What follows belongs to an exercise in optimizing a design on an open flow for small area and few clock cycles; a production flow would make more cautious choices. Only simulation tests tie the RTL to the original design; equivalence was not proved. Power is estimated from default activity; no workload was simulated.

==> flow/design.v <==
module ks_shim_ecc (
    input  wire         clk,
    input  wire         rst_n,
    input  wire         req_valid,
    output wire         req_ready,
    input  wire         req_op,
    input  wire [15:0]  req_word,
    input  wire [127:0] req_data,
    input  wire [79:0]  req_chk,
    output reg          resp_valid,
    output reg  [127:0] resp_data,
    output reg  [15:0]  resp_ce,
    output reg  [15:0]  resp_ue,
    output wire         prom_valid,
    output wire [15:0]  prom_word,
    input  wire [127:0] enc_data,
    output wire [79:0]  enc_chk
);
    genvar g;
    integer i;
    generate
        for (g = 0; g < 16; g = g + 1) begin : g_enc
            wire [7:0] d = enc_data[8*g +: 8];
            wire a = d[0] ^ d[3] ^ d[6];
            wire b = d[1] ^ d[2];
            wire c = d[4] ^ d[5];
            assign enc_chk[5*g+0] = a ^ d[1] ^ d[4];
            assign enc_chk[5*g+1] = a ^ d[2] ^ d[5];
            assign enc_chk[5*g+2] = b ^ d[3] ^ d[7];
            assign enc_chk[5*g+3] = c ^ d[6] ^ d[7];
            assign enc_chk[5*g+4] = b ^ c ^ d[0] ^ d[7];
        end
    endgenerate
    wire [127:0] dec_q;
    wire [15:0]  dec_ce;
    wire [15:0]  dec_ue;
    wire [63:0]  dec_s;
    generate
        for (g = 0; g < 16; g = g + 1) begin : g_dec
            wire [7:0] d = req_data[8*g +: 8];
            wire [4:0] k = req_chk[5*g +: 5];
            wire a  = d[0] ^ d[3] ^ d[6];
            wire b  = d[1] ^ d[2];
            wire c  = d[4] ^ d[5];
            wire s0 = (a ^ d[1]) ^ (d[4] ^ k[0]);
            wire s1 = (a ^ d[2]) ^ (d[5] ^ k[1]);
            wire s2 = (b ^ d[3]) ^ (d[7] ^ k[2]);
            wire s3 = (c ^ d[6]) ^ (d[7] ^ k[3]);
            wire [3:0] s = {s3, s2, s1, s0};
            wire       e = ((a ^ b) ^ (c ^ d[7])) ^ ((k[0] ^ k[1]) ^ (k[2] ^ k[3])) ^ k[4];
            wire       big = s3 & s2 & (s1 | s0);    
            wire       ce = e & ~big;
            wire       ue = e ? big : (s != 4'd0);
            wire [3:0] lo = {s1 & s0, s1 & ~s0, ~s1 & s0, ~s1 & ~s0};
            wire [3:0] hi = {s3 & s2, s3 & ~s2, ~s3 & s2, ~s3 & ~s2};
            wire [7:0] flip = {hi[3] & lo[0], hi[2] & lo[3], hi[2] & lo[2], hi[2] & lo[1],
                               hi[1] & lo[3], hi[1] & lo[2], hi[1] & lo[1], hi[0] & lo[3]};
            assign dec_q[8*g +: 8] = ~((d ~^ flip) | {8{ue}});
            assign dec_ce[g] = ce;
            assign dec_ue[g] = ue;
            assign dec_s[4*g +: 4] = s;
        end
    endgenerate
    reg         sv;
    reg  [15:0] w_last;      
    reg  [3:0]  s_byte;
    reg  [3:0]  s_syn;
    reg  [4:0]  p_cnt;
    reg         p_acc;
    reg  [3:0]  ptr;
    wire        is_read = req_valid && !req_op;
    wire        blocked = p_acc && (p_cnt[4:1] != 4'd0);
    reg  [15:0] rem;
    reg  [3:0]  first_idx, last_idx;
    reg         have_first;
    always @* begin
        for (i = 0; i < 16; i = i + 1)
            rem[i] = dec_ce[i] && (i >= ptr) && is_read;
        first_idx = 4'd0;
        last_idx  = 4'd0;
        for (i = 15; i >= 0; i = i - 1)
            if (rem[i]) first_idx = i[3:0];
        for (i = 0; i < 16; i = i + 1)
            if (rem[i]) last_idx = i[3:0];
        have_first = (rem != 16'd0);
    end
    function [1:0] sat_add;
        input [1:0] a, b;
        begin
            sat_add[1] = a[1] | b[1] | (a[0] & b[0]);
            sat_add[0] = (a[1] & (b[1] | b[0])) | (b[1] & a[0]) | (a[0] ^ b[0]);
        end
    endfunction
    wire [15:0] c1 = rem;
    wire [15:0] c2;
    wire [7:0]  c4;
    wire [3:0]  c8;
    wire [1:0]  rem_cnt;
    generate
        for (g = 0; g < 8; g = g + 1) begin : g_c2
            assign c2[2*g +: 2] = {c1[2*g] & c1[2*g+1], c1[2*g] ^ c1[2*g+1]};
        end
        for (g = 0; g < 4; g = g + 1) begin : g_c4
            assign c4[2*g +: 2] = sat_add(c2[4*g +: 2], c2[4*g+2 +: 2]);
        end
        for (g = 0; g < 2; g = g + 1) begin : g_c8
            assign c8[2*g +: 2] = sat_add(c4[4*g +: 2], c4[4*g+2 +: 2]);
        end
    endgenerate
    assign rem_cnt = sat_add(c8[1:0], c8[3:2]);
    wire rem_none = (rem_cnt == 2'd0);
    wire rem_one  = (rem_cnt == 2'd1);
    wire rem_two  = (rem_cnt == 2'd2);
    wire avail = !sv && !blocked;
    wire accept      = req_valid && req_ready;
    wire accept_read = accept && !req_op;
    wire do_wipe     = accept && req_op;
    wire in_ev    = avail && have_first;
    wire ev_valid = sv || in_ev;
    wire [15:0] ev_word = sv ? w_last : req_word;
    wire [3:0]  ev_byte = sv ? s_byte : first_idx;
    wire [3:0]  ev_syn  = sv ? s_syn  : dec_s[4*first_idx +: 4];
    wire store_ld = accept_read && ((avail && rem_two) || (sv && rem_one));
    reg          v   [0:15];
    reg          two [0:15];
    reg  [23:0]  key [0:15];
    wire [23:0] ev_key = {ev_word, ev_byte, ev_syn};
    reg  [15:0] hit_v;
    reg         hit, hit_two;
    reg         full;
    reg  [15:0] x;
    reg  [15:0] sx;      
    always @* begin
        full = 1'b1;
        for (i = 0; i < 16; i = i + 1) begin
            hit_v[i] = v[i] && (key[i] == ev_key);
            if (!v[i]) full = 1'b0;
        end
        hit = (hit_v != 16'd0);
        hit_two = 1'b0;
        for (i = 0; i < 16; i = i + 1) begin
            if (hit_v[i] && two[i]) hit_two = 1'b1;
            x[i] = !v[i] || (full && !two[i]);
        end
        sx[15] = x[15];
        for (i = 14; i >= 0; i = i - 1)
            sx[i] = sx[i+1] || x[i];
    end
    wire promote = ev_valid && hit && hit_two;
    wire bump    = ev_valid && hit && !hit_two;
    wire insert  = ev_valid && !hit;
    wire no_x    = !sx[0];
    assign req_ready = rem_none || (rem_one && !blocked && !(sv && promote)) ||
                       (rem_two && avail);
    always @(posedge clk) begin
        for (i = 0; i < 16; i = i + 1) begin
            if (insert && (sx[i] || no_x)) begin
                if (i == 0) begin
                    v[i]   <= 1'b1;
                    two[i] <= 1'b0;
                    key[i] <= ev_key;
                end else begin
                    v[i]   <= v[i-1];
                    two[i] <= two[i-1];
                    key[i] <= key[i-1];
                end
            end else begin
                if (promote && hit_v[i]) v[i] <= 1'b0;
                if (bump && hit_v[i])    two[i] <= 1'b1;
            end
            if (!rst_n || do_wipe)
                v[i] <= 1'b0;
        end
    end
    always @(posedge clk) begin
        resp_data <= dec_q;
        resp_ce   <= dec_ce;
        resp_ue   <= dec_ue;
        if (!rst_n) begin
            resp_valid <= 1'b0;
            sv         <= 1'b0;
            ptr        <= 4'd0;
            p_cnt      <= 5'd0;
            p_acc      <= 1'b0;
        end else begin
            resp_valid <= accept_read;
            sv         <= store_ld;
            if (accept || !req_valid)
                ptr <= 4'd0;
            else if (in_ev)
                ptr <= first_idx + 4'd1;
            p_cnt <= p_cnt - {4'd0, prom_valid} + {4'd0, promote};
            p_acc <= !(in_ev && !accept);
        end
        if (store_ld || in_ev)
            w_last <= req_word;
        if (store_ld) begin
            s_byte <= last_idx;
            s_syn  <= dec_s[4*last_idx +: 4];
        end
    end
    assign prom_valid = p_acc && (p_cnt != 5'd0);
    assign prom_word  = w_last;
endmodule
Settings: LEC_CHECK=0, CAP_MARGIN=20, CORE_MARGIN=2, CORE_UTILIZATION=40, SLEW_MARGIN=20; clock period 10.0 ns.
standard.sh (not shown) runs the stock make flow with config.mk's settings and CLKGATE_MAP_FILE= SYNTH_SCRIPT=/design/flow/synth_recipe.tcl, a recipe that flattens the netlist after the stock synthesis.
==> flow/flow/run.sh <==
#!/bin/bash
# Standard ORFS layout, except that synthesis maps with an area-oriented ABC
# script (flow/abc_area.script, selected through ABC_AREA=1) instead of the
# delay-oriented default.  Everything else is the standard.sh.
set -euo pipefail
rm -rf scripts_mod
cp -r "$FLOW_HOME/scripts" scripts_mod
cp flow/abc_area.script scripts_mod/abc_area.script
bash standard.sh SCRIPTS_DIR="$PWD/scripts_mod" ABC_AREA=1 finish > flow.log 2>&1
==> flow/flow/abc_area.script <==
strash
&get -n
&st
&syn2
&dch -f
&nf -R 1000 -p
&st
&dch -f
&nf -R 1000 -p
&put
topo
Testbench counts at the start, summed over its fixed seeds: cycles 24,708.
Then changed:
--- a/flow/design.v
+++ b/flow/design.v
@@ -59,17 +59,18 @@
             assign dec_ce[g] = ce;
             assign dec_ue[g] = ue;
             assign dec_s[4*g +: 4] = s;
         end
     endgenerate
     reg         sv;
-    reg  [15:0] w_last;      
+    reg  [15:0] s_word;
     reg  [3:0]  s_byte;
     reg  [3:0]  s_syn;
     reg  [4:0]  p_cnt;
     reg         p_acc;
+    reg  [15:0] p_word;
     reg  [3:0]  ptr;
     wire        is_read = req_valid && !req_op;
     wire        blocked = p_acc && (p_cnt[4:1] != 4'd0);
     reg  [15:0] rem;
     reg  [3:0]  first_idx, last_idx;
     reg         have_first;
@@ -109,18 +110,19 @@
     endgenerate
     assign rem_cnt = sat_add(c8[1:0], c8[3:2]);
     wire rem_none = (rem_cnt == 2'd0);
     wire rem_one  = (rem_cnt == 2'd1);
     wire rem_two  = (rem_cnt == 2'd2);
     wire avail = !sv && !blocked;
+    assign req_ready = rem_none || (rem_one && !blocked) || (rem_two && avail);
     wire accept      = req_valid && req_ready;
     wire accept_read = accept && !req_op;
     wire do_wipe     = accept && req_op;
     wire in_ev    = avail && have_first;
     wire ev_valid = sv || in_ev;
-    wire [15:0] ev_word = sv ? w_last : req_word;
+    wire [15:0] ev_word = sv ? s_word : req_word;
     wire [3:0]  ev_byte = sv ? s_byte : first_idx;
     wire [3:0]  ev_syn  = sv ? s_syn  : dec_s[4*first_idx +: 4];
     wire store_ld = accept_read && ((avail && rem_two) || (sv && rem_one));
     reg          v   [0:15];
     reg          two [0:15];
     reg  [23:0]  key [0:15];
@@ -147,14 +149,12 @@
             sx[i] = sx[i+1] || x[i];
     end
     wire promote = ev_valid && hit && hit_two;
     wire bump    = ev_valid && hit && !hit_two;
     wire insert  = ev_valid && !hit;
     wire no_x    = !sx[0];
-    assign req_ready = rem_none || (rem_one && !blocked && !(sv && promote)) ||
-                       (rem_two && avail);
     always @(posedge clk) begin
         for (i = 0; i < 16; i = i + 1) begin
             if (insert && (sx[i] || no_x)) begin
                 if (i == 0) begin
                     v[i]   <= 1'b1;
                     two[i] <= 1'b0;
@@ -189,16 +189,17 @@
                 ptr <= 4'd0;
             else if (in_ev)
                 ptr <= first_idx + 4'd1;
             p_cnt <= p_cnt - {4'd0, prom_valid} + {4'd0, promote};
             p_acc <= !(in_ev && !accept);
         end
-        if (store_ld || in_ev)
-            w_last <= req_word;
         if (store_ld) begin
+            s_word <= req_word;
             s_byte <= last_idx;
             s_syn  <= dec_s[4*last_idx +: 4];
         end
+        if (promote)
+            p_word <= ev_word;
     end
     assign prom_valid = p_acc && (p_cnt != 5'd0);
-    assign prom_word  = w_last;
+    assign prom_word  = p_word;
 endmodule
Synthesized cell count came out lower slightly. Wire length came out higher by a few percent. Flip-flop and latch count came out higher by 16. Setup slack is better by 110 ps. Sequential power came out higher slightly. Synthesized area came out higher slightly. Final cell count came out lower by a few percent. Sequential share of layout area came out higher by 3.1 points. Via count came out lower by a few percent. Die area came out higher slightly. Design area came out lower by a few percent. Utilization came out lower by 3.9 points. Non-clock buffer count came out lower by 300. Power came out lower by a few percent.
Testbench counts after the change, summed over its fixed seeds: cycles 24,630.

## what the ideal ports hide
No port has a modelled driver above. Below, the same layouts with a new extraction and two added sets of constraints. Step 1, drivers: a clkbuf_16 drives clk and a buf_2 each remaining input, both assumed. Step 2 times the ports against the registers' clock, not the clock port: input delays grow and output delays shrink by t, the midpoint of the rising clock arrivals with the driver on. Slacks: ideal ports / drivers / drivers and shift; pairs: ideal ports / drivers.
run | t (ns) | setup slack, ns | hold WS [ns] | worst register clock-pin slew, ns | cell pins on the clock port's net
the first run | 0.693 | 0.234 / 0.176 / 0.176 | 0.456 / 0.456 / 0.456 | 0.06 / 0.06 | 1
the second run | 0.679 | 0.348 / 0.320 / -0.068 | 0.469 / 0.469 / 0.469 | 0.07 / 0.07 | 1
Met with ideal ports but missed after step 2: setup timing in the second run. The setup slack of the second run, which loses most, moves by -0.028 ns with the drivers and by -0.416 ns with both steps.
